This is an optimization exercise on Yosys and OpenROAD, whose aim is small area, a short achievable clock period and few clock cycles, not a production implementation. Function was checked by simulation only, so behaviour that the tests miss may differ from the original. Power figures rest on the tool's default switching activity, not on a simulated workload.

## flow/design.v (module list and top-level ports; edited modules follow where they fit)
// module mac_agen: 98 lines
// module mac_add: 26 lines
// module mac_form_o: 39 lines
// module mac_rsb: 13 lines
// module mac_seq_tile: 430 lines
// module mac_mul: 1148 lines
module mac_seq_tile (
    input  wire        clk,
    input  wire        rst,
    input  wire        start,
    input  wire        a_signed,
    input  wire        b_signed,
    input  wire [30:0] ag0_cfg,
    input  wire [30:0] ag1_cfg,
    output wire        busy,
    output reg         done,
    output wire [5:0]  i_addr,
    input  wire [31:0] i_rdata,
    output wire [7:0]  x_addr,
    output wire        x_we,
    output wire [15:0] x_wdata,
    input  wire [15:0] x_rdata,
    output wire [7:0]  y_addr,
    output wire        y_we,
    output wire [15:0] y_wdata,
    input  wire [15:0] y_rdata,
    output reg  [39:0] acc,
    output reg  [15:0] out,
    output reg  [3:0]  bx,
    output reg         ovf,
    output reg         fault,
    output reg  [1:0]  fault_code,
    output reg  [5:0]  pc
);
  // ...
==> flow/flow/run.sh <==
#!/bin/bash
# The standard layout (the standard flow's synthesis, floorplan, placement, CTS and routing),
# with repair_timing asked for 14 ns more setup slack than the clock period needs,
# so that the tools size the critical paths for speed. The design, its synthesis,
# clock and constraints are the standard flow's; each run's output goes to its own log.
set -euo pipefail
bash standard.sh synth > synth.log 2>&1
bash standard.sh SETUP_SLACK_MARGIN=14 TNS_END_PERCENT=20 finish > layout.log 2>&1
==> flow/standard.sh <==
#!/bin/bash
# synth_recipe.tcl (not shown) runs the flow's synth.tcl, then flattens the netlist and writes it again
# the make line also repeats each setting of config.mk as NAME=value (left out here)
make -C /OpenROAD-flow-scripts/flow DESIGN_CONFIG=/design/flow/config.mk WORK_HOME=/design/flow/orfs CLKGATE_MAP_FILE= SYNTH_SCRIPT=/design/flow/synth_recipe.tcl "${@:-finish}"
==> flow/config.mk <==
export PLATFORM = sky130hd
export DESIGN_NAME = mac_seq_tile
export DESIGN_NICKNAME = mac_seq_tile
export VERILOG_FILES = /design/flow/design.v
export SDC_FILE = /design/flow/constraint.sdc
export NUM_CORES = 4
export LEC_CHECK = 0
export CAP_MARGIN = 20
export CORE_MARGIN = 2
export CORE_UTILIZATION = 40
export SLEW_MARGIN = 20
==> flow/constraint.sdc <==
create_clock -name core_clock -period 20.0 [get_ports {clk}]
set_input_delay 4.0000 -clock core_clock [delete_from_list [all_inputs] [get_ports {clk}]]
set_output_delay 4.0000 -clock core_clock [all_outputs]
set_load 0.01 [all_outputs]
==> reports/metrics.cfg, run 1 <==
[run_status]
status = no timing/DRC/antenna violations

[setup_path]
slowest_stage = fa_1
crit_top_cell = fa_1
critPathTopFamily = adder cells
cp.arrival_ns = 6.85

[floorplan]
die_x_um = 325
die-area_um2 = 106000
io_pins = 259

[layout]
multi_input_area_share = 0.562
num-nets-final = 5647
top_regs = acc (40), hold (19)
layout_commonest_cell = nand2_1
drive_above_1_share = 0.150
area_growth_pct = 21.9
fillers = 9644
n_all_inverters = 415
antenna_cells = 4
largestClassByArea = multi-input gates

[power]
p_seq_mw = 1.32
clock_net_power_mw = 1.27
intPower_mw = 2.78
total_power_mw = 4.30
clockPowerShare = 0.296

[hold_path]
hp-class = flop to flop
worstHoldPathCells = 0

[synthesis]
synth_most_common_cell = dfxtp_1
synth_top_area_frac = 0.249
syn-num-nets = 5331

[routing]
drc = 0
dr.pass1.iters = 5

[clock_network]
cts_setup_buffers = 155
clk_pin_slew_ns = 0.06

[grt]
grt_busiest_layer = met2

[timing]
finalCriticalPeriod_ns = 6.34

[placement]
hpwlAfterDp_um = 95400

Testbench counts, summed over its fixed seeds: cycles 37,845.
==> module mac_agen, before the edit <==
module mac_agen (
    input  wire        clk,
    input  wire        rst,
    input  wire [30:0] cfg,
    input  wire        clear,      
    input  wire        init,       
    input  wire        adv,        
    output wire        ready,      
    output wire        ready_nx,   
    output wire [7:0]  addr_cur,   
    output wire [7:0]  addr_nxt,   
    output wire [7:0]  base_in     
);
    reg [8:0] lm1_r;
    reg [3:0] s_r;        
    reg [8:0] sp;         
    reg       rdy;
    reg       chk;        
    reg [3:0] cnt;
    reg       sbit;
    reg [8:0] off;
    reg [7:0] acur;
    assign ready    = rdy;
    assign base_in  = cfg[7:0];
    assign addr_cur = acur;
    wire [8:0] step_in = cfg[17:9];
    wire [8:0] lm1_in  = cfg[26:18];
    wire [3:0] rb_in   = cfg[30:27];
    wire [10:0] nl = {2'b11, ~lm1_r};
    wire [10:0] csub;
    mac_add #(11) u_chk (.a({2'b00, sp}), .b(nl), .ci(1'b0), .s(csub));
    wire fast = csub[10];
    assign ready_nx = rdy || (chk && fast) || (!chk && cnt == 4'd0 && !init && !clear);
    wire [9:0]  dt = {sp, sbit};
    wire [10:0] dsub;
    mac_add #(11) u_div (.a({1'b0, dt}), .b(nl), .ci(1'b0), .s(dsub));
    wire [3:0]  cm1 = cnt - 4'd1;
    always @(posedge clk) begin
        if (rst) begin
            lm1_r <= 9'd0;
            s_r   <= 4'd0;
            sp    <= 9'd0;
            rdy   <= 1'b0;
            chk   <= 1'b0;
            cnt   <= 4'd0;
            sbit  <= 1'b0;
        end else if (clear) begin
            rdy <= 1'b0;
            chk <= 1'b0;
        end else if (init) begin
            lm1_r <= lm1_in;
            s_r   <= (rb_in > 4'd9) ? 4'd0 : 4'd9 - rb_in;
            sp    <= step_in;
            chk   <= 1'b1;
        end else if (chk) begin
            chk <= 1'b0;
            if (fast) begin
                rdy <= 1'b1;
            end else begin
                sp   <= 9'd0;
                cnt  <= 4'd8;
                sbit <= step_in[8];
            end
        end else if (!rdy) begin
            sp   <= dsub[10] ? dt[8:0] : dsub[8:0];
            sbit <= (cnt != 4'd0) ? step_in[cm1] : 1'b0;
            cnt  <= cnt - 4'd1;
            if (cnt == 4'd0)
                rdy <= 1'b1;
        end
    end
    wire [9:0]  t;
    mac_add #(10) u_t (.a({1'b0, off}), .b({1'b0, sp}), .ci(1'b0), .s(t));
    wire [10:0] tsub;
    mac_add #(11) u_ts (.a({1'b0, t}), .b(nl), .ci(1'b0), .s(tsub));
    wire [8:0]  off_adv = tsub[10] ? t[8:0] : tsub[8:0];
    wire [8:0] o9    = off_adv;
    wire [8:0] r9    = {o9[0], o9[1], o9[2], o9[3], o9[4], o9[5], o9[6], o9[7], o9[8]};
    wire [8:0] lowm  = 9'h1ff >> s_r;
    wire [8:0] rv    = (r9 >> s_r) | (o9 & ~lowm);
    wire [7:0] addr_adv;
    mac_add #(8) u_a (.a(base_in), .b(rv[7:0]), .ci(1'b0), .s(addr_adv));
    always @(posedge clk) begin
        if (rst || clear)
            off <= 9'd0;
        else if (adv)
            off <= off_adv;
    end
    always @(posedge clk) begin
        if (rst)
            acur <= 8'd0;
        else if (init)
            acur <= base_in;
        else if (adv)
            acur <= addr_adv;
    end
    assign addr_nxt = adv ? addr_adv : acur;
endmodule
==> run 2, diff against run 1 <==
--- a/flow/design.v
+++ b/flow/design.v
@@ -25,17 +25,17 @@
     assign addr_cur = acur;
     wire [8:0] step_in = cfg[17:9];
     wire [8:0] lm1_in  = cfg[26:18];
     wire [3:0] rb_in   = cfg[30:27];
     wire [10:0] nl = {2'b11, ~lm1_r};
     wire [10:0] csub;
     mac_add #(11) u_chk (.a({2'b00, sp}), .b(nl), .ci(1'b0), .s(csub));
     wire fast = csub[10];
-    assign ready_nx = rdy || (chk && fast) || (!chk && cnt == 4'd0 && !init && !clear);
+    assign ready_nx = rdy;
     wire [9:0]  dt = {sp, sbit};
     wire [10:0] dsub;
     mac_add #(11) u_div (.a({1'b0, dt}), .b(nl), .ci(1'b0), .s(dsub));
     wire [3:0]  cm1 = cnt - 4'd1;
     always @(posedge clk) begin
         if (rst) begin
             lm1_r <= 9'd0;
             s_r   <= 4'd0;
@@ -64,42 +64,48 @@
         end else if (!rdy) begin
             sp   <= dsub[10] ? dt[8:0] : dsub[8:0];
             sbit <= (cnt != 4'd0) ? step_in[cm1] : 1'b0;
             cnt  <= cnt - 4'd1;
             if (cnt == 4'd0)
                 rdy <= 1'b1;
         end
     end
+    reg  [8:0]  offn;
+    reg  [7:0]  aadv;
+    wire [8:0]  src = adv ? offn : off;
     wire [9:0]  t;
-    mac_add #(10) u_t (.a({1'b0, off}), .b({1'b0, sp}), .ci(1'b0), .s(t));
+    mac_add #(10) u_t (.a({1'b0, src}), .b({1'b0, sp}), .ci(1'b0), .s(t));
     wire [10:0] tsub;
     mac_add #(11) u_ts (.a({1'b0, t}), .b(nl), .ci(1'b0), .s(tsub));
-    wire [8:0]  off_adv = tsub[10] ? t[8:0] : tsub[8:0];
-    wire [8:0] o9    = off_adv;
-    wire [8:0] r9    = {o9[0], o9[1], o9[2], o9[3], o9[4], o9[5], o9[6], o9[7], o9[8]};
+    wire [8:0]  nxt = tsub[10] ? t[8:0] : tsub[8:0];
+    wire [8:0] r9    = {nxt[0], nxt[1], nxt[2], nxt[3], nxt[4], nxt[5], nxt[6], nxt[7], nxt[8]};
     wire [8:0] lowm  = 9'h1ff >> s_r;
-    wire [8:0] rv    = (r9 >> s_r) | (o9 & ~lowm);
-    wire [7:0] addr_adv;
-    mac_add #(8) u_a (.a(base_in), .b(rv[7:0]), .ci(1'b0), .s(addr_adv));
+    wire [8:0] rv    = (r9 >> s_r) | (nxt & ~lowm);
+    wire [7:0] anxt;
+    mac_add #(8) u_a (.a(base_in), .b(rv[7:0]), .ci(1'b0), .s(anxt));
     always @(posedge clk) begin
         if (rst || clear)
             off <= 9'd0;
         else if (adv)
-            off <= off_adv;
+            off <= offn;
+    end
+    always @(posedge clk) begin
+        offn <= nxt;
+        aadv <= anxt;
     end
     always @(posedge clk) begin
         if (rst)
             acur <= 8'd0;
         else if (init)
             acur <= base_in;
         else if (adv)
-            acur <= addr_adv;
+            acur <= aadv;
     end
-    assign addr_nxt = adv ? addr_adv : acur;
+    assign addr_nxt = adv ? aadv : acur;
 endmodule
 module mac_add #(parameter W = 8) (
     input  wire [W-1:0] a,
     input  wire [W-1:0] b,
     input  wire         ci,
     output wire [W-1:0] s
 );
     wire [W-1:0] p0 = a ^ b;
@@ -1542,213 +1548,335 @@
     wire c928 = x[37] & 1'b1;
     wire s929 = x[38] ^ 1'b1;
     wire c930 = x[38] & 1'b1;
     wire [40:0] r0 = {1'b1, c930, c928, c926, c924, c922, c920, c918, c916, c914, c912, c910, c908, c906, c904, c902, c900, c898, c896, c894, c892, c890, c888, c886, c884, c882, c880, c878, c876, c874, c872, c870, c868, c866, c864, c862, c860, c858, c856, c854, s853};
     wire [40:0] r1 = {1'b0, xn307, s929, s927, s925, s923, s921, s919, s917, s915, s913, s911, s909, s907, s905, s903, s901, s899, s897, s895, s893, s891, s889, s887, s885, s883, s881, s879, s877, s875, s873, s871, s869, s867, s865, s863, s861, s859, s857, s855, x[0]};
     wire [40:0] g0 = r0 & r1;
     wire [40:0] p0 = r0 ^ r1;
     wire G0_1 = g0[1] | (p0[1] & g0[0]);
-    wire P0_1 = p0[1] & p0[0];
+    wire G0_2 = g0[2] | (p0[2] & g0[1]);
+    wire P0_2 = p0[2] & p0[1];
     wire G0_3 = g0[3] | (p0[3] & g0[2]);
     wire P0_3 = p0[3] & p0[2];
+    wire G0_4 = g0[4] | (p0[4] & g0[3]);
+    wire P0_4 = p0[4] & p0[3];
     wire G0_5 = g0[5] | (p0[5] & g0[4]);
     wire P0_5 = p0[5] & p0[4];
+    wire G0_6 = g0[6] | (p0[6] & g0[5]);
+    wire P0_6 = p0[6] & p0[5];
     wire G0_7 = g0[7] | (p0[7] & g0[6]);
     wire P0_7 = p0[7] & p0[6];
+    wire G0_8 = g0[8] | (p0[8] & g0[7]);
+    wire P0_8 = p0[8] & p0[7];
     wire G0_9 = g0[9] | (p0[9] & g0[8]);
     wire P0_9 = p0[9] & p0[8];
+    wire G0_10 = g0[10] | (p0[10] & g0[9]);
+    wire P0_10 = p0[10] & p0[9];
     wire G0_11 = g0[11] | (p0[11] & g0[10]);
     wire P0_11 = p0[11] & p0[10];
+    wire G0_12 = g0[12] | (p0[12] & g0[11]);
+    wire P0_12 = p0[12] & p0[11];
     wire G0_13 = g0[13] | (p0[13] & g0[12]);
     wire P0_13 = p0[13] & p0[12];
+    wire G0_14 = g0[14] | (p0[14] & g0[13]);
+    wire P0_14 = p0[14] & p0[13];
     wire G0_15 = g0[15] | (p0[15] & g0[14]);
     wire P0_15 = p0[15] & p0[14];
+    wire G0_16 = g0[16] | (p0[16] & g0[15]);
+    wire P0_16 = p0[16] & p0[15];
     wire G0_17 = g0[17] | (p0[17] & g0[16]);
     wire P0_17 = p0[17] & p0[16];
+    wire G0_18 = g0[18] | (p0[18] & g0[17]);
+    wire P0_18 = p0[18] & p0[17];
     wire G0_19 = g0[19] | (p0[19] & g0[18]);
     wire P0_19 = p0[19] & p0[18];
+    wire G0_20 = g0[20] | (p0[20] & g0[19]);
+    wire P0_20 = p0[20] & p0[19];
     wire G0_21 = g0[21] | (p0[21] & g0[20]);
     wire P0_21 = p0[21] & p0[20];
+    wire G0_22 = g0[22] | (p0[22] & g0[21]);
+    wire P0_22 = p0[22] & p0[21];
     wire G0_23 = g0[23] | (p0[23] & g0[22]);
     wire P0_23 = p0[23] & p0[22];
+    wire G0_24 = g0[24] | (p0[24] & g0[23]);
+    wire P0_24 = p0[24] & p0[23];
     wire G0_25 = g0[25] | (p0[25] & g0[24]);
     wire P0_25 = p0[25] & p0[24];
+    wire G0_26 = g0[26] | (p0[26] & g0[25]);
+    wire P0_26 = p0[26] & p0[25];
     wire G0_27 = g0[27] | (p0[27] & g0[26]);
     wire P0_27 = p0[27] & p0[26];
+    wire G0_28 = g0[28] | (p0[28] & g0[27]);
+    wire P0_28 = p0[28] & p0[27];
     wire G0_29 = g0[29] | (p0[29] & g0[28]);
     wire P0_29 = p0[29] & p0[28];
+    wire G0_30 = g0[30] | (p0[30] & g0[29]);
+    wire P0_30 = p0[30] & p0[29];
     wire G0_31 = g0[31] | (p0[31] & g0[30]);
     wire P0_31 = p0[31] & p0[30];
+    wire G0_32 = g0[32] | (p0[32] & g0[31]);
+    wire P0_32 = p0[32] & p0[31];
     wire G0_33 = g0[33] | (p0[33] & g0[32]);
     wire P0_33 = p0[33] & p0[32];
+    wire G0_34 = g0[34] | (p0[34] & g0[33]);
+    wire P0_34 = p0[34] & p0[33];
     wire G0_35 = g0[35] | (p0[35] & g0[34]);
     wire P0_35 = p0[35] & p0[34];
+    wire G0_36 = g0[36] | (p0[36] & g0[35]);
+    wire P0_36 = p0[36] & p0[35];
     wire G0_37 = g0[37] | (p0[37] & g0[36]);
     wire P0_37 = p0[37] & p0[36];
+    wire G0_38 = g0[38] | (p0[38] & g0[37]);
+    wire P0_38 = p0[38] & p0[37];
     wire G0_39 = g0[39] | (p0[39] & g0[38]);
     wire P0_39 = p0[39] & p0[38];
-    wire G1_2 = g0[2] | (p0[2] & G0_1);
-    wire P1_2 = p0[2] & P0_1;
+    wire G0_40 = g0[40] | (p0[40] & g0[39]);
+    wire P0_40 = p0[40] & p0[39];
+    wire G1_2 = G0_2 | (P0_2 & g0[0]);
     wire G1_3 = G0_3 | (P0_3 & G0_1);
-    wire P1_3 = P0_3 & P0_1;
-    wire G1_6 = g0[6] | (p0[6] & G0_5);
-    wire P1_6 = p0[6] & P0_5;
+    wire G1_4 = G0_4 | (P0_4 & G0_2);
+    wire P1_4 = P0_4 & P0_2;
+    wire G1_5 = G0_5 | (P0_5 & G0_3);
+    wire P1_5 = P0_5 & P0_3;
+    wire G1_6 = G0_6 | (P0_6 & G0_4);
+    wire P1_6 = P0_6 & P0_4;
     wire G1_7 = G0_7 | (P0_7 & G0_5);
     wire P1_7 = P0_7 & P0_5;
-    wire G1_10 = g0[10] | (p0[10] & G0_9);
-    wire P1_10 = p0[10] & P0_9;
+    wire G1_8 = G0_8 | (P0_8 & G0_6);
+    wire P1_8 = P0_8 & P0_6;
+    wire G1_9 = G0_9 | (P0_9 & G0_7);
+    wire P1_9 = P0_9 & P0_7;
+    wire G1_10 = G0_10 | (P0_10 & G0_8);
+    wire P1_10 = P0_10 & P0_8;
     wire G1_11 = G0_11 | (P0_11 & G0_9);
     wire P1_11 = P0_11 & P0_9;
-    wire G1_14 = g0[14] | (p0[14] & G0_13);
-    wire P1_14 = p0[14] & P0_13;
+    wire G1_12 = G0_12 | (P0_12 & G0_10);
+    wire P1_12 = P0_12 & P0_10;
+    wire G1_13 = G0_13 | (P0_13 & G0_11);
+    wire P1_13 = P0_13 & P0_11;
+    wire G1_14 = G0_14 | (P0_14 & G0_12);
+    wire P1_14 = P0_14 & P0_12;
     wire G1_15 = G0_15 | (P0_15 & G0_13);
     wire P1_15 = P0_15 & P0_13;
-    wire G1_18 = g0[18] | (p0[18] & G0_17);
-    wire P1_18 = p0[18] & P0_17;
+    wire G1_16 = G0_16 | (P0_16 & G0_14);
+    wire P1_16 = P0_16 & P0_14;
+    wire G1_17 = G0_17 | (P0_17 & G0_15);
+    wire P1_17 = P0_17 & P0_15;
+    wire G1_18 = G0_18 | (P0_18 & G0_16);
+    wire P1_18 = P0_18 & P0_16;
     wire G1_19 = G0_19 | (P0_19 & G0_17);
     wire P1_19 = P0_19 & P0_17;
-    wire G1_22 = g0[22] | (p0[22] & G0_21);
-    wire P1_22 = p0[22] & P0_21;
+    wire G1_20 = G0_20 | (P0_20 & G0_18);
+    wire P1_20 = P0_20 & P0_18;
+    wire G1_21 = G0_21 | (P0_21 & G0_19);
+    wire P1_21 = P0_21 & P0_19;
+    wire G1_22 = G0_22 | (P0_22 & G0_20);
+    wire P1_22 = P0_22 & P0_20;
     wire G1_23 = G0_23 | (P0_23 & G0_21);
     wire P1_23 = P0_23 & P0_21;
-    wire G1_26 = g0[26] | (p0[26] & G0_25);
-    wire P1_26 = p0[26] & P0_25;
+    wire G1_24 = G0_24 | (P0_24 & G0_22);
+    wire P1_24 = P0_24 & P0_22;
+    wire G1_25 = G0_25 | (P0_25 & G0_23);
+    wire P1_25 = P0_25 & P0_23;
+    wire G1_26 = G0_26 | (P0_26 & G0_24);
+    wire P1_26 = P0_26 & P0_24;
     wire G1_27 = G0_27 | (P0_27 & G0_25);
     wire P1_27 = P0_27 & P0_25;
-    wire G1_30 = g0[30] | (p0[30] & G0_29);
-    wire P1_30 = p0[30] & P0_29;
+    wire G1_28 = G0_28 | (P0_28 & G0_26);
+    wire P1_28 = P0_28 & P0_26;
+    wire G1_29 = G0_29 | (P0_29 & G0_27);
+    wire P1_29 = P0_29 & P0_27;
+    wire G1_30 = G0_30 | (P0_30 & G0_28);
+    wire P1_30 = P0_30 & P0_28;
     wire G1_31 = G0_31 | (P0_31 & G0_29);
     wire P1_31 = P0_31 & P0_29;
-    wire G1_34 = g0[34] | (p0[34] & G0_33);
-    wire P1_34 = p0[34] & P0_33;
+    wire G1_32 = G0_32 | (P0_32 & G0_30);
+    wire P1_32 = P0_32 & P0_30;
+    wire G1_33 = G0_33 | (P0_33 & G0_31);
+    wire P1_33 = P0_33 & P0_31;
+    wire G1_34 = G0_34 | (P0_34 & G0_32);
+    wire P1_34 = P0_34 & P0_32;
     wire G1_35 = G0_35 | (P0_35 & G0_33);
     wire P1_35 = P0_35 & P0_33;
-    wire G1_38 = g0[38] | (p0[38] & G0_37);
-    wire P1_38 = p0[38] & P0_37;
+    wire G1_36 = G0_36 | (P0_36 & G0_34);
+    wire P1_36 = P0_36 & P0_34;
+    wire G1_37 = G0_37 | (P0_37 & G0_35);
+    wire P1_37 = P0_37 & P0_35;
+    wire G1_38 = G0_38 | (P0_38 & G0_36);
+    wire P1_38 = P0_38 & P0_36;
     wire G1_39 = G0_39 | (P0_39 & G0_37);
     wire P1_39 = P0_39 & P0_37;
-    wire G2_4 = g0[4] | (p0[4] & G1_3);
-    wire P2_4 = p0[4] & P1_3;
-    wire G2_5 = G0_5 | (P0_5 & G1_3);
-    wire P2_5 = P0_5 & P1_3;
-    wire G2_6 = G1_6 | (P1_6 & G1_3);
-    wire P2_6 = P1_6 & P1_3;
+    wire G1_40 = G0_40 | (P0_40 & G0_38);
+    wire P1_40 = P0_40 & P0_38;
+    wire G2_4 = G1_4 | (P1_4 & g0[0]);
+    wire G2_5 = G1_5 | (P1_5 & G0_1);
+    wire G2_6 = G1_6 | (P1_6 & G1_2);
     wire G2_7 = G1_7 | (P1_7 & G1_3);
-    wire P2_7 = P1_7 & P1_3;
-    wire G2_12 = g0[12] | (p0[12] & G1_11);
-    wire P2_12 = p0[12] & P1_11;
-    wire G2_13 = G0_13 | (P0_13 & G1_11);
-    wire P2_13 = P0_13 & P1_11;
-    wire G2_14 = G1_14 | (P1_14 & G1_11);
-    wire P2_14 = P1_14 & P1_11;
+    wire G2_8 = G1_8 | (P1_8 & G1_4);
+    wire P2_8 = P1_8 & P1_4;
+    wire G2_9 = G1_9 | (P1_9 & G1_5);
+    wire P2_9 = P1_9 & P1_5;
+    wire G2_10 = G1_10 | (P1_10 & G1_6);
+    wire P2_10 = P1_10 & P1_6;
+    wire G2_11 = G1_11 | (P1_11 & G1_7);
+    wire P2_11 = P1_11 & P1_7;
+    wire G2_12 = G1_12 | (P1_12 & G1_8);
+    wire P2_12 = P1_12 & P1_8;
+    wire G2_13 = G1_13 | (P1_13 & G1_9);
+    wire P2_13 = P1_13 & P1_9;
+    wire G2_14 = G1_14 | (P1_14 & G1_10);
+    wire P2_14 = P1_14 & P1_10;
     wire G2_15 = G1_15 | (P1_15 & G1_11);
     wire P2_15 = P1_15 & P1_11;
-    wire G2_20 = g0[20] | (p0[20] & G1_19);
-    wire P2_20 = p0[20] & P1_19;
-    wire G2_21 = G0_21 | (P0_21 & G1_19);
-    wire P2_21 = P0_21 & P1_19;
-    wire G2_22 = G1_22 | (P1_22 & G1_19);
-    wire P2_22 = P1_22 & P1_19;
+    wire G2_16 = G1_16 | (P1_16 & G1_12);
+    wire P2_16 = P1_16 & P1_12;
+    wire G2_17 = G1_17 | (P1_17 & G1_13);
+    wire P2_17 = P1_17 & P1_13;
+    wire G2_18 = G1_18 | (P1_18 & G1_14);
+    wire P2_18 = P1_18 & P1_14;
+    wire G2_19 = G1_19 | (P1_19 & G1_15);
+    wire P2_19 = P1_19 & P1_15;
+    wire G2_20 = G1_20 | (P1_20 & G1_16);
+    wire P2_20 = P1_20 & P1_16;
+    wire G2_21 = G1_21 | (P1_21 & G1_17);
+    wire P2_21 = P1_21 & P1_17;
+    wire G2_22 = G1_22 | (P1_22 & G1_18);
+    wire P2_22 = P1_22 & P1_18;
     wire G2_23 = G1_23 | (P1_23 & G1_19);
     wire P2_23 = P1_23 & P1_19;
-    wire G2_28 = g0[28] | (p0[28] & G1_27);
-    wire P2_28 = p0[28] & P1_27;
-    wire G2_29 = G0_29 | (P0_29 & G1_27);
-    wire P2_29 = P0_29 & P1_27;
-    wire G2_30 = G1_30 | (P1_30 & G1_27);
-    wire P2_30 = P1_30 & P1_27;
+    wire G2_24 = G1_24 | (P1_24 & G1_20);
+    wire P2_24 = P1_24 & P1_20;
+    wire G2_25 = G1_25 | (P1_25 & G1_21);
+    wire P2_25 = P1_25 & P1_21;
+    wire G2_26 = G1_26 | (P1_26 & G1_22);
+    wire P2_26 = P1_26 & P1_22;
+    wire G2_27 = G1_27 | (P1_27 & G1_23);
+    wire P2_27 = P1_27 & P1_23;
+    wire G2_28 = G1_28 | (P1_28 & G1_24);
+    wire P2_28 = P1_28 & P1_24;
+    wire G2_29 = G1_29 | (P1_29 & G1_25);
+    wire P2_29 = P1_29 & P1_25;
+    wire G2_30 = G1_30 | (P1_30 & G1_26);
+    wire P2_30 = P1_30 & P1_26;
     wire G2_31 = G1_31 | (P1_31 & G1_27);
     wire P2_31 = P1_31 & P1_27;
-    wire G2_36 = g0[36] | (p0[36] & G1_35);
-    wire P2_36 = p0[36] & P1_35;
-    wire G2_37 = G0_37 | (P0_37 & G1_35);
-    wire P2_37 = P0_37 & P1_35;
-    wire G2_38 = G1_38 | (P1_38 & G1_35);
-    wire P2_38 = P1_38 & P1_35;
+    wire G2_32 = G1_32 | (P1_32 & G1_28);
+    wire P2_32 = P1_32 & P1_28;
+    wire G2_33 = G1_33 | (P1_33 & G1_29);
+    wire P2_33 = P1_33 & P1_29;
+    wire G2_34 = G1_34 | (P1_34 & G1_30);
+    wire P2_34 = P1_34 & P1_30;
+    wire G2_35 = G1_35 | (P1_35 & G1_31);
+    wire P2_35 = P1_35 & P1_31;
+    wire G2_36 = G1_36 | (P1_36 & G1_32);
+    wire P2_36 = P1_36 & P1_32;
+    wire G2_37 = G1_37 | (P1_37 & G1_33);
+    wire P2_37 = P1_37 & P1_33;
+    wire G2_38 = G1_38 | (P1_38 & G1_34);
+    wire P2_38 = P1_38 & P1_34;
     wire G2_39 = G1_39 | (P1_39 & G1_35);
     wire P2_39 = P1_39 & P1_35;
-    wire G3_8 = g0[8] | (p0[8] & G2_7);
-    wire P3_8 = p0[8] & P2_7;
-    wire G3_9 = G0_9 | (P0_9 & G2_7);
-    wire P3_9 = P0_9 & P2_7;
-    wire G3_10 = G1_10 | (P1_10 & G2_7);
-    wire P3_10 = P1_10 & P2_7;
-    wire G3_11 = G1_11 | (P1_11 & G2_7);
-    wire P3_11 = P1_11 & P2_7;
-    wire G3_12 = G2_12 | (P2_12 & G2_7);
-    wire P3_12 = P2_12 & P2_7;
-    wire G3_13 = G2_13 | (P2_13 & G2_7);
-    wire P3_13 = P2_13 & P2_7;
-    wire G3_14 = G2_14 | (P2_14 & G2_7);
-    wire P3_14 = P2_14 & P2_7;
+    wire G2_40 = G1_40 | (P1_40 & G1_36);
+    wire P2_40 = P1_40 & P1_36;
+    wire G3_8 = G2_8 | (P2_8 & g0[0]);
+    wire G3_9 = G2_9 | (P2_9 & G0_1);
+    wire G3_10 = G2_10 | (P2_10 & G1_2);
+    wire G3_11 = G2_11 | (P2_11 & G1_3);
+    wire G3_12 = G2_12 | (P2_12 & G2_4);
+    wire G3_13 = G2_13 | (P2_13 & G2_5);
+    wire G3_14 = G2_14 | (P2_14 & G2_6);
     wire G3_15 = G2_15 | (P2_15 & G2_7);
-    wire P3_15 = P2_15 & P2_7;
-    wire G3_24 = g0[24] | (p0[24] & G2_23);
-    wire P3_24 = p0[24] & P2_23;
-    wire G3_25 = G0_25 | (P0_25 & G2_23);
-    wire P3_25 = P0_25 & P2_23;
-    wire G3_26 = G1_26 | (P1_26 & G2_23);
-    wire P3_26 = P1_26 & P2_23;
-    wire G3_27 = G1_27 | (P1_27 & G2_23);
-    wire P3_27 = P1_27 & P2_23;
-    wire G3_28 = G2_28 | (P2_28 & G2_23);
-    wire P3_28 = P2_28 & P2_23;
-    wire G3_29 = G2_29 | (P2_29 & G2_23);
-    wire P3_29 = P2_29 & P2_23;
-    wire G3_30 = G2_30 | (P2_30 & G2_23);
-    wire P3_30 = P2_30 & P2_23;
+    wire G3_16 = G2_16 | (P2_16 & G2_8);
+    wire P3_16 = P2_16 & P2_8;
+    wire G3_17 = G2_17 | (P2_17 & G2_9);
+    wire P3_17 = P2_17 & P2_9;
+    wire G3_18 = G2_18 | (P2_18 & G2_10);
+    wire P3_18 = P2_18 & P2_10;
+    wire G3_19 = G2_19 | (P2_19 & G2_11);
+    wire P3_19 = P2_19 & P2_11;
+    wire G3_20 = G2_20 | (P2_20 & G2_12);
+    wire P3_20 = P2_20 & P2_12;
+    wire G3_21 = G2_21 | (P2_21 & G2_13);
+    wire P3_21 = P2_21 & P2_13;
+    wire G3_22 = G2_22 | (P2_22 & G2_14);
+    wire P3_22 = P2_22 & P2_14;
+    wire G3_23 = G2_23 | (P2_23 & G2_15);
+    wire P3_23 = P2_23 & P2_15;
+    wire G3_24 = G2_24 | (P2_24 & G2_16);
+    wire P3_24 = P2_24 & P2_16;
+    wire G3_25 = G2_25 | (P2_25 & G2_17);
+    wire P3_25 = P2_25 & P2_17;
+    wire G3_26 = G2_26 | (P2_26 & G2_18);
+    wire P3_26 = P2_26 & P2_18;
+    wire G3_27 = G2_27 | (P2_27 & G2_19);
+    wire P3_27 = P2_27 & P2_19;
+    wire G3_28 = G2_28 | (P2_28 & G2_20);
+    wire P3_28 = P2_28 & P2_20;
+    wire G3_29 = G2_29 | (P2_29 & G2_21);
+    wire P3_29 = P2_29 & P2_21;
+    wire G3_30 = G2_30 | (P2_30 & G2_22);
+    wire P3_30 = P2_30 & P2_22;
     wire G3_31 = G2_31 | (P2_31 & G2_23);
     wire P3_31 = P2_31 & P2_23;
-    wire G3_40 = g0[40] | (p0[40] & G2_39);
-    wire P3_40 = p0[40] & P2_39;
-    wire G4_16 = g0[16] | (p0[16] & G3_15);
-    wire P4_16 = p0[16] & P3_15;
-    wire G4_17 = G0_17 | (P0_17 & G3_15);
-    wire P4_17 = P0_17 & P3_15;
-    wire G4_18 = G1_18 | (P1_18 & G3_15);
-    wire P4_18 = P1_18 & P3_15;
-    wire G4_19 = G1_19 | (P1_19 & G3_15);
-    wire P4_19 = P1_19 & P3_15;
-    wire G4_20 = G2_20 | (P2_20 & G3_15);
-    wire P4_20 = P2_20 & P3_15;
-    wire G4_21 = G2_21 | (P2_21 & G3_15);
-    wire P4_21 = P2_21 & P3_15;
-    wire G4_22 = G2_22 | (P2_22 & G3_15);
-    wire P4_22 = P2_22 & P3_15;
-    wire G4_23 = G2_23 | (P2_23 & G3_15);
-    wire P4_23 = P2_23 & P3_15;
-    wire G4_24 = G3_24 | (P3_24 & G3_15);
-    wire P4_24 = P3_24 & P3_15;
-    wire G4_25 = G3_25 | (P3_25 & G3_15);
-    wire P4_25 = P3_25 & P3_15;
-    wire G4_26 = G3_26 | (P3_26 & G3_15);
-    wire P4_26 = P3_26 & P3_15;
-    wire G4_27 = G3_27 | (P3_27 & G3_15);
-    wire P4_27 = P3_27 & P3_15;
-    wire G4_28 = G3_28 | (P3_28 & G3_15);
-    wire P4_28 = P3_28 & P3_15;
-    wire G4_29 = G3_29 | (P3_29 & G3_15);
-    wire P4_29 = P3_29 & P3_15;
-    wire G4_30 = G3_30 | (P3_30 & G3_15);
-    wire P4_30 = P3_30 & P3_15;
+    wire G3_32 = G2_32 | (P2_32 & G2_24);
+    wire P3_32 = P2_32 & P2_24;
+    wire G3_33 = G2_33 | (P2_33 & G2_25);
+    wire P3_33 = P2_33 & P2_25;
+    wire G3_34 = G2_34 | (P2_34 & G2_26);
+    wire P3_34 = P2_34 & P2_26;
+    wire G3_35 = G2_35 | (P2_35 & G2_27);
+    wire P3_35 = P2_35 & P2_27;
+    wire G3_36 = G2_36 | (P2_36 & G2_28);
+    wire P3_36 = P2_36 & P2_28;
+    wire G3_37 = G2_37 | (P2_37 & G2_29);
+    wire P3_37 = P2_37 & P2_29;
+    wire G3_38 = G2_38 | (P2_38 & G2_30);
+    wire P3_38 = P2_38 & P2_30;
+    wire G3_39 = G2_39 | (P2_39 & G2_31);
+    wire P3_39 = P2_39 & P2_31;
+    wire G3_40 = G2_40 | (P2_40 & G2_32);
+    wire P3_40 = P2_40 & P2_32;
+    wire G4_16 = G3_16 | (P3_16 & g0[0]);
+    wire G4_17 = G3_17 | (P3_17 & G0_1);
+    wire G4_18 = G3_18 | (P3_18 & G1_2);
+    wire G4_19 = G3_19 | (P3_19 & G1_3);
+    wire G4_20 = G3_20 | (P3_20 & G2_4);
+    wire G4_21 = G3_21 | (P3_21 & G2_5);
+    wire G4_22 = G3_22 | (P3_22 & G2_6);
+    wire G4_23 = G3_23 | (P3_23 & G2_7);
+    wire G4_24 = G3_24 | (P3_24 & G3_8);
+    wire G4_25 = G3_25 | (P3_25 & G3_9);
+    wire G4_26 = G3_26 | (P3_26 & G3_10);
+    wire G4_27 = G3_27 | (P3_27 & G3_11);
+    wire G4_28 = G3_28 | (P3_28 & G3_12);
+    wire G4_29 = G3_29 | (P3_29 & G3_13);
+    wire G4_30 = G3_30 | (P3_30 & G3_14);
     wire G4_31 = G3_31 | (P3_31 & G3_15);
-    wire P4_31 = P3_31 & P3_15;
-    wire G5_32 = g0[32] | (p0[32] & G4_31);
-    wire P5_32 = p0[32] & P4_31;
-    wire G5_33 = G0_33 | (P0_33 & G4_31);
-    wire P5_33 = P0_33 & P4_31;
-    wire G5_34 = G1_34 | (P1_34 & G4_31);
-    wire P5_34 = P1_34 & P4_31;
-    wire G5_35 = G1_35 | (P1_35 & G4_31);
-    wire P5_35 = P1_35 & P4_31;
-    wire G5_36 = G2_36 | (P2_36 & G4_31);
-    wire P5_36 = P2_36 & P4_31;
-    wire G5_37 = G2_37 | (P2_37 & G4_31);
-    wire P5_37 = P2_37 & P4_31;
-    wire G5_38 = G2_38 | (P2_38 & G4_31);
-    wire P5_38 = P2_38 & P4_31;
-    wire G5_39 = G2_39 | (P2_39 & G4_31);
-    wire P5_39 = P2_39 & P4_31;
-    wire G5_40 = G3_40 | (P3_40 & G4_31);
-    wire P5_40 = P3_40 & P4_31;
+    wire G4_32 = G3_32 | (P3_32 & G3_16);
+    wire P4_32 = P3_32 & P3_16;
+    wire G4_33 = G3_33 | (P3_33 & G3_17);
+    wire P4_33 = P3_33 & P3_17;
+    wire G4_34 = G3_34 | (P3_34 & G3_18);
+    wire P4_34 = P3_34 & P3_18;
+    wire G4_35 = G3_35 | (P3_35 & G3_19);
+    wire P4_35 = P3_35 & P3_19;
+    wire G4_36 = G3_36 | (P3_36 & G3_20);
+    wire P4_36 = P3_36 & P3_20;
+    wire G4_37 = G3_37 | (P3_37 & G3_21);
+    wire P4_37 = P3_37 & P3_21;
+    wire G4_38 = G3_38 | (P3_38 & G3_22);
+    wire P4_38 = P3_38 & P3_22;
+    wire G4_39 = G3_39 | (P3_39 & G3_23);
+    wire P4_39 = P3_39 & P3_23;
+    wire G4_40 = G3_40 | (P3_40 & G3_24);
+    wire P4_40 = P3_40 & P3_24;
+    wire G5_32 = G4_32 | (P4_32 & g0[0]);
+    wire G5_33 = G4_33 | (P4_33 & G0_1);
+    wire G5_34 = G4_34 | (P4_34 & G1_2);
+    wire G5_35 = G4_35 | (P4_35 & G1_3);
+    wire G5_36 = G4_36 | (P4_36 & G2_4);
+    wire G5_37 = G4_37 | (P4_37 & G2_5);
+    wire G5_38 = G4_38 | (P4_38 & G2_6);
+    wire G5_39 = G4_39 | (P4_39 & G2_7);
+    wire G5_40 = G4_40 | (P4_40 & G3_8);
     assign sum = p0 ^ {G5_39, G5_38, G5_37, G5_36, G5_35, G5_34, G5_33, G5_32, G4_31, G4_30, G4_29, G4_28, G4_27, G4_26, G4_25, G4_24, G4_23, G4_22, G4_21, G4_20, G4_19, G4_18, G4_17, G4_16, G3_15, G3_14, G3_13, G3_12, G3_11, G3_10, G3_9, G3_8, G2_7, G2_6, G2_5, G2_4, G1_3, G1_2, G0_1, g0[0], 1'b0};
 endmodule
==> flow/flow/run.sh (replaced) <==
#!/bin/bash
# The standard layout (the standard flow's synthesis, floorplan, placement, CTS and routing),
# with two changes to how the layout is made:
#  - repair_timing is asked for 14.4 ns more setup slack than the clock period
#    needs, so that the tools size the critical paths for speed;
#  - the port buffers are buf_4 cells (the standard flow picks clkdlybuf4s50_1,
#    a delay cell). Every input and output port still gets its buffer.
# The design, its synthesis, clock and constraints are the standard flow's; each run's
# output goes to its own log.
set -euo pipefail
bash standard.sh synth > synth.log 2>&1
bash standard.sh SETUP_SLACK_MARGIN=14.4 TNS_END_PERCENT=20 \
    "BUFFER_PORTS_ARGS=-buffer_cell sky130_fd_sc_hd__buf_4" finish > layout.log 2>&1
==> reports/metrics.cfg, run 2 <==
[layout]
fillers = 10121  ; was 9644
drive_above_1_share = 0.227  ; was 0.150
final_cell_mix = dfxtp_1, buf_4, nand2_1, inv_1, nor2_1  ; was nand2_1, dfxtp_1, inv_1, nor2_1, a21oi_1
largest_register_ffs = 40  ; unchanged
num-nets-final = 5801  ; was 5647
area_growth_pct = 21.9  ; about the same
top_regs = acc (40), hold (19)  ; unchanged
layout_commonest_cell = dfxtp_1  ; was nand2_1
top_register = acc  ; unchanged
final_core_util = 0.492  ; was 0.493

[timing]
fmax_ghz = 0.165  ; was 0.158 GHz
setup_viol = 0  ; unchanged
finalCriticalPeriod_ns = 6.05  ; was 6.34 ns
rsz0062_at_grt = true  ; unchanged
worst_pin_slew_ns = 1.04  ; was 1.13 ns
max-slew-margin-rel = 0.305  ; was 0.242
finalMaxSlewViolations = 0  ; unchanged
fin_skew_ns = 0.0325  ; was 0.0490 ns
setup_tns_ns = 0  ; unchanged
hold_viol_final = 0  ; unchanged
fin_crit_sh = 0.302  ; was 0.317

[setup_path]
critPathTopFamily = adder cells  ; unchanged
critPathLaunchType = flop  ; unchanged
crit_top_cell = fa_1  ; unchanged
slowest_stage = fa_2  ; was fa_1
path_buf_inv = 4  ; was 3
required_ns = 20.57  ; was 20.51 ns
worstPathCellList = buf_12 -> and2_4 -> fa_1 -> fa_1 -> inv_2 -> fa_2 -> fa_1 -> fa_1 -> inv_2 -> fa_2 -> ha_4 -> a21o_1 -> a21o_1 -> a21oi_2 -> o21ai_2 -> nand3_2 -> o311ai_4 -> a41oi_2 -> buf_4 -> o21ai_4 -> xnor2_2 -> or3_1 -> nand3_1  ; was and2_4 -> fa_1 -> fa_1 -> inv_2 -> fa_2 -> fa_1 -> fa_1 -> inv_2 -> fa_1 -> ha_4 -> and3_4 -> a221o_1 -> a21o_1 -> a21o_1 -> a21o_4 -> a2111oi_4 -> nor3_2 -> a2111oi_2 -> buf_4 -> xnor2_1 -> a22o_1
end_kind = flop  ; unchanged
cp_max_fo = 6  ; was 7
critPathKind = flop to flop  ; unchanged
cp.arrival_ns = 6.61  ; was 6.85 ns
worst_path_largest_cell_delay_ns = 0.59  ; was 0.60 ns

[floorplan]
die-area_um2 = 111000  ; was 106000 µm²
die_y_um = 333  ; was 325 µm
rows = 120  ; was 117
io_pins = 259  ; unchanged
core_um2 = 107000  ; was 102000 µm²
start_util = 0.404  ; about the same
die_x_um = 333  ; was 325 µm

[clock_network]
cts_tree = yes  ; unchanged
clkLatencyLatePin_ns = 0.63  ; was 0.64 ns
cts_buffer_depth = 3  ; unchanged
clk_pin_slew_ns = 0.06  ; about the same
cts_hold_buf = 0  ; unchanged
clock-root-buffer = clkbuf_16  ; unchanged
cts_buffers = 71  ; was 69
clock-sinks = 595  ; was 561
cts.htree.levels = 3  ; unchanged

[synthesis]
synth_edf_count = 48  ; unchanged
ys.flop_type = dfxtp_1  ; unchanged
synth_top_area_frac = 0.253  ; was 0.249
ys_seq_elements = 595  ; was 561
synth_cells = 4866  ; was 4727
async_reset_ff_frac = 0  ; unchanged
synth_top_area_cell = dfxtp_1  ; unchanged
syn_area_um2 = 43200  ; was 41300 µm²
synth-seq-area-share = 0.287  ; was 0.284
avgSynthCellArea_um2 = 8.88  ; was 8.73 µm²
yosys-top-cells-area = dfxtp_1, fa_1, ha_1, mux2i_1, and2_1  ; was dfxtp_1, fa_1, ha_1, mux2i_1, nand2_1
synth_cell_types = 99  ; unchanged
syn-num-nets = 5466  ; was 5331
yosys-top-cells-count = dfxtp_1, nand2_1, inv_1, nor2_1, a21oi_1  ; unchanged
yosysWarnings = 7  ; unchanged
synth_most_common_cell = dfxtp_1  ; unchanged

[grt]
overflow = 0  ; unchanged
grt_usage = 0.259  ; was 0.249
grt_pass1_vias = 36651  ; was 35489
grt_pass1_wl_um = 223000  ; was 207000 µm
grt_max_degree = 81  ; was 193
antenna_found_initial = 11  ; was 9

[run_status]
status = no timing/DRC/antenna violations  ; unchanged

[routing]
routed_via_density = 5.62  ; was 5.52
dr.first_iter.drc_count = 2930  ; was 2549
vias = 37469  ; was 35700
antenna_left = 0  ; unchanged
dr.pass1.iters = 6  ; was 5
drt-total-wl_um = 147000  ; was 135000 µm
wl_per_cell_um = 22.0  ; was 20.9 µm
drc = 0  ; unchanged

[placement]
portBuffers = 256  ; unchanged
gp_congestion = 0.946  ; was 0.916
hpwlAfterDp_um = 103000  ; was 95400 µm

[hold_path]
hp-class = flop to flop  ; unchanged

[power]
p_per_area_nw_per_um2 = 91.1  ; was 85.6 nW/µm²
total_power_mw = 4.80  ; was 4.30 mW
p_leak_nw = 21.7  ; was 20.3 nW
peakVddDrop_mv = 0.131  ; was 0.0738 mV

[flow_run]
maxCapViolations = 0  ; unchanged

==> run 2: cell types whose count changed in the layout (fill, tap and decap cells not counted), sizes merged, moves of 19 or more <==
cell           before  now
buf               258  543
nor2              387  368
and2              253  291
nand4              16   36
xor2               76   36
mux2               63   83
nor3               77  105
dfxtp             513  547
a31oi              23   44
xnor2             131  166
mux4               36   73
a211oi             87   48
nand2             508  469
clkdlybuf4s50     239    0
==> run 2: cell type report <==
type | instances | area [µm²] | area share
multi-input combinational | 3554 | 29800 | 0.566
sequential | 595 | 12500 | 0.238
timing repair buffer | 546 | 4470 | 0.0848
clock buffer | 93 | 2080 | 0.0394
tap | 1403 | 1760 | 0.0333
inverter | 433 | 1640 | 0.0311
clock inverter | 34 | 383 | 0.00727
antenna | 6 | 15.0 | 0.000285
==> run 2: power breakdown <==
group | leakage [nW] | total [mW] | internal [mW] | switching (mW)
Sequential | 5.05 | 1.40 | 1.30 | 0.0930
Combinational | 15.4 | 2.04 | 0.969 | 1.07
Clock | 1.21 | 1.36 | 0.814 | 0.547
==> run 2: timing repair <==
action	CTS	global route
setup buffers	169	55
setup endpoints to repair	182	200
pin swaps	153	166
gates cloned	4	2
gates resized for setup	329	180
==> run 2: cell families after synthesis <==
family | after synthesis | synth area share
simple gates | 1542 | 0.172
compound gates | 992 | 0.147
buf+inv | 722 | 0.0650
flops | 595 | 0.287
fa+ha+maj | 470 | 0.185
mux | 343 | 0.104
xor+xnor | 202 | 0.0409
==> run 2: per-stage QoR <==
stage                     setup WS, ns  std cells  instance area [µm²]  hold WS (ns)
after floorplan                  13.65       4866                43400         0.310
after global routing             13.79       6662                52700         0.331
after global placement           12.69       6301                46400         0.310
final                            13.95       6664                52700         0.323
after CTS                        14.08       6601                51600         0.325
after detailed placement         12.67       6301                46400         0.312
==> run 2: path summary, 6_finish.rpt <==
check	from	slack, ns	end	cells after the start
hold / removal	d_yskip	0.32	r_yskip	0
setup / recovery	e_b[11]	13.95	ovf	23
hold reg to reg	d_yskip	0.32	r_yskip	0
setup reg to reg	e_b[11]	13.95	ovf	23
==> run 2: routing by layer <==
metal	vias up	global-route usage	part of all wire	wire length [µm]
li1	17388	-	-	-
met1	18315	0.329	0.41	59700
met2	1460	0.434	0.48	69800
met3	302	0.0480	0.074	10800
met4	4	0.102	0.043	6260
met5	-	0	0.00014	21
Testbench counts of run 2, summed over its fixed seeds: cycles 37,908.
==> run 3, diff against run 2 <==
--- a/flow/flow/run.sh
+++ b/flow/flow/run.sh
@@ -3,3 +3,3 @@
 # with two changes to how the layout is made:
-#  - repair_timing is asked for 14.4 ns more setup slack than the clock period
+#  - repair_timing is asked for 14 ns more setup slack than the clock period
 #    needs, so that the tools size the critical paths for speed;
@@ -11,3 +11,3 @@
 bash standard.sh synth > synth.log 2>&1
-bash standard.sh SETUP_SLACK_MARGIN=14.4 TNS_END_PERCENT=20 \
+bash standard.sh SETUP_SLACK_MARGIN=14 TNS_END_PERCENT=20 \
     "BUFFER_PORTS_ARGS=-buffer_cell sky130_fd_sc_hd__buf_4" finish > layout.log 2>&1
==> reports/metrics.cfg, run 3 <==
[run_status]
status = no timing/DRC/antenna violations  ; unchanged

[grt]
grt_busiest_layer = met2  ; unchanged
grt_max_degree = 81  ; unchanged
grt_usage = 0.252  ; was 0.259
grt_pass1_vias = 35807  ; was 36651
gr-usage-met2 = 0.423  ; was 0.434
met1_usage = 0.323  ; was 0.329
met3_usage = 0.0454  ; was 0.0480
antenna_found_initial = 9  ; was 11
overflow = 0  ; unchanged
grt_pass1_wl_um = 217000  ; was 223000 µm

[setup_path]
worstReg2RegStart = e_a[8]  ; was e_b[11]
r2r_end = acc[37]  ; was ovf
end_kind = flop  ; unchanged
cp_max_fo = 6  ; unchanged
critPathLaunchType = flop  ; unchanged
cp.arrival_ns = 6.52  ; was 6.61 ns
r2r_setup_slack_ns = 14.00  ; was 13.95 ns
required_ns = 20.51  ; was 20.57 ns
critPathKind = flop to flop  ; unchanged
rr_worst_depth = 23  ; unchanged

[timing]
finalCriticalPeriod_ns = 6.00  ; was 6.05 ns
fin_ws_ns = 14.00  ; was 13.95 ns
finalMaxSlewViolations = 0  ; unchanged
fmax_ghz = 0.167  ; was 0.165 GHz
rsz0062_at_grt = true  ; unchanged
fin_crit_sh = 0.300  ; was 0.302
worst_pin_slew_ns = 1.10  ; was 1.04 ns
hold_viol_final = 0  ; unchanged
setup_viol = 0  ; unchanged
fin_skew_ns = 0.0345  ; was 0.0325 ns
setup_tns_ns = 0  ; unchanged
hold-worst-slack_ns = 0.324  ; was 0.323 ns
max-slew-margin-rel = 0.265  ; was 0.305

[clock_network]
clkLatencyLatePin_ns = 0.63  ; about the same
cts_tree = yes  ; unchanged
clock-sinks = 595  ; unchanged
cts.htree.levels = 3  ; unchanged
clock-root-buffer = clkbuf_16  ; unchanged
clk_pin_slew_ns = 0.07  ; was 0.06 ns
cts_buffer_depth = 3  ; unchanged
cts_buffers = 71  ; unchanged
cts_hold_buf = 0  ; unchanged

[synthesis]
synth-compound-area-share = 0.147  ; unchanged
synth-simple-area-share = 0.172  ; unchanged
yosys-top-cells-count = dfxtp_1, nand2_1, inv_1, nor2_1, a21oi_1  ; unchanged
synth-xor-area-share = 0.0409  ; unchanged
synth_top_family_by_area = adder cells  ; unchanged
syn_area_um2 = 43200  ; unchanged
synth_edf_count = 48  ; unchanged
async_reset_ff_frac = 0  ; unchanged
synth_cells = 4866  ; unchanged
synth_top_area_frac = 0.253  ; unchanged
yosys-top-cells-area = dfxtp_1, fa_1, ha_1, mux2i_1, and2_1  ; unchanged
ys.flop_type = dfxtp_1  ; unchanged
avgSynthCellArea_um2 = 8.88  ; unchanged
synth_most_common_cell = dfxtp_1  ; unchanged
yosys.area_share.adder = 0.185  ; unchanged
yosysWarnings = 7  ; unchanged
ys_seq_elements = 595  ; unchanged
synth_cell_types = 99  ; unchanged
syn-num-nets = 5466  ; unchanged
synthMuxAreaShare = 0.104  ; unchanged
synth_top_area_cell = dfxtp_1  ; unchanged
synth-seq-area-share = 0.287  ; unchanged

[placement]
portBuffers = 256  ; unchanged
hpwlAfterDp_um = 103000  ; unchanged
dp_slack_ns = 12.67  ; unchanged
gp_congestion = 0.946  ; unchanged
post_dp_cell_area_um2 = 46400  ; unchanged
placed_cells = 6301  ; unchanged

[power]
p_per_area_nw_per_um2 = 89.4  ; was 91.1 nW/µm²
total_power_mw = 4.60  ; was 4.80 mW
p_leak_nw = 21.1  ; was 21.7 nW
peakVddDrop_mv = 0.119  ; was 0.131 mV

[layout]
fin_area_um2 = 51400  ; was 52700 µm²
area_growth_pct = 18.9  ; was 21.9%
final_core_util = 0.480  ; was 0.492
top_register = acc  ; unchanged
top_regs = acc (40), hold (19)  ; unchanged
num-nets-final = 5706  ; was 5801
layout_commonest_cell = dfxtp_1  ; unchanged
largest_register_ffs = 40  ; unchanged
drive_above_1_share = 0.195  ; was 0.227
fin_cells = 6565  ; was 6664
final_cell_mix = dfxtp_1, nand2_1, buf_4, inv_1, nor2_1  ; was dfxtp_1, buf_4, nand2_1, inv_1, nor2_1

[floorplan]
core_um2 = 107000  ; unchanged
io_pins = 259  ; unchanged
start_util = 0.404  ; unchanged
die_y_um = 333  ; unchanged
rows = 120  ; unchanged
die_x_um = 333  ; unchanged
die-area_um2 = 111000  ; unchanged

[routing]
drc = 0  ; unchanged
drt-total-wl_um = 144000  ; was 147000 µm
antenna_left = 0  ; unchanged
routed_via_density = 5.59  ; was 5.62
dr.first_iter.drc_count = 2644  ; was 2930
dr.pass1.iters = 6  ; unchanged
wl_per_cell_um = 21.9  ; was 22.0 µm
vias = 36681  ; was 37469

[hold_path]
worstHoldStart = r_wx  ; was d_yskip
worstHoldPathCells = 0  ; unchanged
hp-class = flop to flop  ; unchanged
hold_end = e_wx  ; was r_yskip

[flow_run]
maxCapViolations = 0  ; unchanged

## run 3: how the worst max path moves through the flow
| stage | startpoint | to | depth (start not counted) |
|---|---|---|---|
| floorplan | i_rdata[30] | xb_a[0] | 8 |
| global placement | i_rdata[14] | fpc[3] | 12 |
| detailed placement | i_rdata[14] | fpc[3] | 12 |
| CTS | i_rdata[26] | fpc[4] | 11 |
| global route | d_arith | u_ag0.aadv[7] | 27 |
| finish | e_a[8] | acc[37] | 23 |
## run 3: layer usage
metal | wire length [µm] | vias to the layer above
met2 | 68400 | 1271
li1 | - | 17166
met1 | 59100 | 17974
met5 | 41 | -
met4 | 5580 | 8
met3 | 10400 | 262
## run 3: cells by family after synthesis
logic type / Yosys count
AO/OA/AOI/OAI: 992
XOR/XNOR: 202
adder cells (fa/ha/maj): 470
buffers and inverters: 722
flip-flops: 595
multiplexers: 343
AND/OR/NAND/NOR: 1542
## run 3: area by class of cell
| type | count | area [µm²] |
|---|---|---|
| clock inverters | 34 | 383 |
| clock buffers | 93 | 2080 |
| flip-flops and latches | 595 | 12500 |
| diodes | 2 | 5.00 |
| inverters | 433 | 1630 |
| multi-input cells | 3551 | 29400 |
| repair buffers | 454 | 3630 |
| fillers | 10263 | 55700 |
| well taps | 1403 | 1760 |
## run 3: repair_timing
item	CTS	global route
buffers inserted	67	64
endpoints found under the setup margin	123	116
resized for setup	168	177
gates cloned	2	2
pin swaps	28	138
## run 3: worst max-delay path, cell delays in order, from the launching register on
cell,delay [ns]
dfxtp_4,0.36
buf_12,0.14
buf_4,0.13
and2_1,0.14
fa_1,0.50
inv_1,0.05
fa_1,0.47
inv_1,0.06
fa_1,0.41
inv_1,0.07
fa_1,0.42
fa_1,0.49
inv_1,0.06
fa_2,0.50
ha_4,0.32
nand4_1,0.15
or2_4,0.29
o311ai_4,0.34
a41oi_2,0.23
buf_4,0.19
o21bai_1,0.14
a21oi_2,0.09
xnor2_2,0.14
a22o_1,0.19
## run 3: power breakdown
part           switching (mW)  internal (mW)
Combinational           0.994          0.843
Sequential             0.0933           1.30
Clock                   0.548          0.814
Total                    1.64           2.96
==> run 4, diff against run 3 <==
--- a/flow/flow/run.sh
+++ b/flow/flow/run.sh
@@ -5,3 +5,3 @@
 #    needs, so that the tools size the critical paths for speed;
-#  - the port buffers are buf_4 cells (the standard flow picks clkdlybuf4s50_1,
+#  - the port buffers are buf_2 cells (the standard flow picks clkdlybuf4s50_1,
 #    a delay cell). Every input and output port still gets its buffer.
@@ -12,2 +12,2 @@
 bash standard.sh SETUP_SLACK_MARGIN=14 TNS_END_PERCENT=20 \
-    "BUFFER_PORTS_ARGS=-buffer_cell sky130_fd_sc_hd__buf_4" finish > layout.log 2>&1
+    "BUFFER_PORTS_ARGS=-buffer_cell sky130_fd_sc_hd__buf_2" finish > layout.log 2>&1
==> reports/metrics.cfg, run 4 <==
[run_status]
status = no timing/DRC/antenna violations  ; unchanged

[layout]
layout_commonest_cell = dfxtp_1  ; unchanged
fillers = 10235  ; was 10263
final_cell_mix = dfxtp_1, nand2_1, inv_1, nor2_1, a21oi_1  ; was dfxtp_1, nand2_1, buf_4, inv_1, nor2_1
fin_cells = 6594  ; was 6565
final_core_util = 0.478  ; was 0.480
fin_area_um2 = 51200  ; was 51400 µm²
largest_register_ffs = 40  ; unchanged
top_register = acc  ; unchanged
num-nets-final = 5734  ; was 5706
area_growth_pct = 18.3  ; was 18.9%
top_regs = acc (40), hold (19)  ; unchanged
drive_above_1_share = 0.209  ; was 0.195

[synthesis]
syn_area_um2 = 43200  ; unchanged
yosys-top-cells-area = dfxtp_1, fa_1, ha_1, mux2i_1, and2_1  ; unchanged
synth-seq-area-share = 0.287  ; unchanged
synth_top_area_frac = 0.253  ; unchanged
yosys-top-cells-count = dfxtp_1, nand2_1, inv_1, nor2_1, a21oi_1  ; unchanged
avgSynthCellArea_um2 = 8.88  ; unchanged
synth_cell_types = 99  ; unchanged
synth_edf_count = 48  ; unchanged
ys_seq_elements = 595  ; unchanged
syn-num-nets = 5466  ; unchanged
async_reset_ff_frac = 0  ; unchanged
synth_most_common_cell = dfxtp_1  ; unchanged
synth_top_area_cell = dfxtp_1  ; unchanged
ys.flop_type = dfxtp_1  ; unchanged
synth_cells = 4866  ; unchanged
yosysWarnings = 7  ; unchanged

[routing]
dr.pass1.iters = 6  ; unchanged
routed_via_density = 5.59  ; about the same
antenna_left = 0  ; unchanged
vias = 36890  ; was 36681
drc = 0  ; unchanged
drt-total-wl_um = 144000  ; about the same
dr.first_iter.drc_count = 3055  ; was 2644
wl_per_cell_um = 21.9  ; about the same

[grt]
grt_pass1_vias = 36160  ; was 35807
met3_usage = 0.0522  ; was 0.0454
grt_usage = 0.253  ; was 0.252
grt_busiest_layer = met2  ; unchanged
grt_pass1_wl_um = 219000  ; was 217000 µm
grt_max_degree = 91  ; was 81
overflow = 0  ; unchanged
antenna_found_initial = 10  ; was 9
met1_usage = 0.318  ; was 0.323
gr-usage-met2 = 0.426  ; was 0.423

[clock_network]
clk_pin_slew_ns = 0.05  ; was 0.07 ns
cts_buffers = 69  ; was 71
cts_hold_buf = 0  ; unchanged
cts_buffer_depth = 3  ; unchanged
clock-sinks = 595  ; unchanged
clkLatencyLatePin_ns = 0.62  ; was 0.63 ns
clock-root-buffer = clkbuf_16  ; unchanged
cts.htree.levels = 3  ; unchanged
cts_tree = yes  ; unchanged

[setup_path]
worst_path_largest_cell_delay_ns = 0.78  ; was 0.50 ns
critPathLaunchType = flop  ; unchanged
required_ns = 20.46  ; was 20.51 ns
cp.arrival_ns = 6.44  ; was 6.52 ns
worstPathCellList = and2_1 -> ha_1 -> inv_1 -> fa_1 -> inv_1 -> fa_2 -> inv_2 -> fa_1 -> fa_1 -> inv_2 -> fa_2 -> ha_4 -> a21o_1 -> a21oi_2 -> nand2_2 -> nor3_4 -> nor3_4 -> o2111ai_2 -> nand3_2 -> buf_4 -> a21oi_2 -> or3_1 -> a31oi_1  ; was buf_12 -> buf_4 -> and2_1 -> fa_1 -> inv_1 -> fa_1 -> inv_1 -> fa_1 -> inv_1 -> fa_1 -> fa_1 -> inv_1 -> fa_2 -> ha_4 -> nand4_1 -> or2_4 -> o311ai_4 -> a41oi_2 -> buf_4 -> o21bai_1 -> a21oi_2 -> xnor2_2 -> a22o_1
crit_top_cell = fa_1  ; unchanged
path_buf_inv = 5  ; was 7
cp_max_fo = 14  ; was 6
slowest_stage = dfxtp_1  ; was fa_1
critPathTopFamily = adder cells  ; unchanged
critPathKind = flop to flop  ; unchanged
end_kind = flop  ; unchanged

[floorplan]
start_util = 0.404  ; unchanged
die_x_um = 333  ; unchanged
die_y_um = 333  ; unchanged
core_um2 = 107000  ; unchanged
io_pins = 259  ; unchanged
rows = 120  ; unchanged
die-area_um2 = 111000  ; unchanged

[timing]
finalCriticalPeriod_ns = 5.98  ; was 6.00 ns
max-slew-margin-rel = 0.198  ; was 0.265
finalMaxSlewViolations = 0  ; unchanged
fmax_ghz = 0.167  ; about the same
setup_tns_ns = 0  ; unchanged
rsz0062_at_grt = true  ; unchanged
setup_viol = 0  ; unchanged
worst_pin_slew_ns = 1.20  ; was 1.10 ns
fin_skew_ns = 0.0414  ; was 0.0345 ns
fin_crit_sh = 0.299  ; was 0.300
hold_viol_final = 0  ; unchanged
hold-worst-slack_ns = 0.307  ; was 0.324 ns

[power]
clockPowerShare = 0.293  ; was 0.296
peakVddDrop_mv = 0.121  ; was 0.119 mV
seq_power_share = 0.302  ; was 0.304
p_switching_mw = 1.63  ; was 1.64 mW
comb_power_share = 0.405  ; was 0.400
switching_share = 0.355  ; was 0.356
intPower_mw = 2.97  ; was 2.96 mW
p_per_area_nw_per_um2 = 90.0  ; was 89.4 nW/µm²
p_leak_nw = 21.1  ; about the same

[placement]
hpwlAfterDp_um = 103000  ; about the same
portBuffers = 256  ; unchanged
post_dp_cell_area_um2 = 45700  ; was 46400 µm²
gp_congestion = 0.918  ; was 0.946
placed_cells = 6292  ; was 6301

[flow_run]
maxCapViolations = 0  ; unchanged

[hold_path]
hp-class = flop to flop  ; unchanged

[run 4: cells by family (layout without fill, tap and decap cells)]
kind of cell / after synthesis / after routing / synth area share
XOR/XNOR: 202 / 202 / 0.0409
other: 0 / 4 / 0
multiplexers: 343 / 343 / 0.104
adder cells (fa/ha/maj): 470 / 470 / 0.185
AND/OR/NAND/NOR: 1542 / 1542 / 0.172
buffers and inverters: 722 / 1040 / 0.0650
flip-flops: 595 / 595 / 0.287
AO/OA/AOI/OAI: 992 / 995 / 0.147
[run 4: repair_timing]
item,CTS,global route
endpoints found under the setup margin,148,105
hold endpoints to repair,0,0
pin swaps,32,185
buffers inserted,64,107
gates cloned,3,0
resized for setup,187,234
[run 4: routing by layer]
layer  share of wire  vias to the layer above  wire length (µm)
met5         0.00041                        -                59
met4           0.039                        8              5660
met3           0.076                      286             11000
met2            0.48                     1366             68600
met1            0.41                    17988             59100
li1                -                    17242                 -
[run 4: power by group through the flow]
stage	registers [mW]	clock network, mW	logic (mW)
after floorplan	1.38	0	1.06
after global placement	1.43	0	1.40
after detailed placement	1.43	0	1.41
after CTS	1.40	1.37	1.65
after global routing	1.40	1.42	2.02
final	1.39	1.35	1.86
[run 4: cell type report]
| cell class | instances | area (µm²) | area share |
|---|---|---|---|
| Antenna cell | 4 | 10.0 | 0.000196 |
| Clock buffer | 87 | 1880 | 0.0367 |
| Clock inverter | 37 | 533 | 0.0104 |
| Inverter | 433 | 1630 | 0.0318 |
| Multi-Input combinational cell | 3552 | 29500 | 0.577 |
| Sequential cell | 595 | 12500 | 0.245 |
| Tap cell | 1403 | 1760 | 0.0343 |
| Timing Repair Buffer | 483 | 3310 | 0.0648 |
[run 4: final timing paths]
| kind | start | to | depth (start not counted) | slack [ns] |
|---|---|---|---|---|
| min | r_p[2] | e_p[2] | 0 | 0.31 |
| min reg2reg | r_p[2] | e_p[2] | 0 | 0.31 |
| max reg2reg | acc[17] | acc[36] | 23 | 14.02 |
| max | acc[17] | acc[36] | 23 | 14.02 |
[run 4: per-stage QoR]
stage                     setup slack, ns  total power [mW]
final                               14.02              4.61
after global routing                13.84              4.85
after CTS                           13.92              4.41
after detailed placement            12.31              2.85
after global placement              12.35              2.83
after floorplan                     13.65              2.43

[re-timing with driven ports]
In the flow no input, the clock included, has a driving cell. The finished layouts below were timed again as built, in two steps. Step 1 sets driving cells, clkbuf_16 on the clock port and buf_2 on the other inputs (assumed; they add their load-dependent delay and slew). Step 2 moves the port delays by t, midway between the first and last clock arrival at a register: inputs arrive t later, outputs are due t later. That takes back most of the time a late clock gives input paths. Three values: ideal ports, drivers, drivers and shift; two values: the first two.
run | t, ns | setup WS [ns] | worst setup path at the end | clock arrival spread, ns | pins driven straight from the clock port
run 1 | 0.683 | 13.663 / 13.663 / 13.169 | input to register | 0.050 / 0.050 | 1
run 2 | 0.683 | 13.952 / 13.952 / 13.350 | input to register | 0.035 / 0.035 | 1
run 3 | 0.681 | 13.995 / 13.995 / 13.351 | input to register | 0.034 / 0.035 | 1
run 4 | 0.667 | 14.017 / 14.008 / 13.341 | input to register | 0.041 / 0.042 | 1
After both steps setup and hold are still met in every run listed. The setup slack of run 4, which loses most, moves by -0.009 ns with the drivers and by -0.676 ns with both steps.
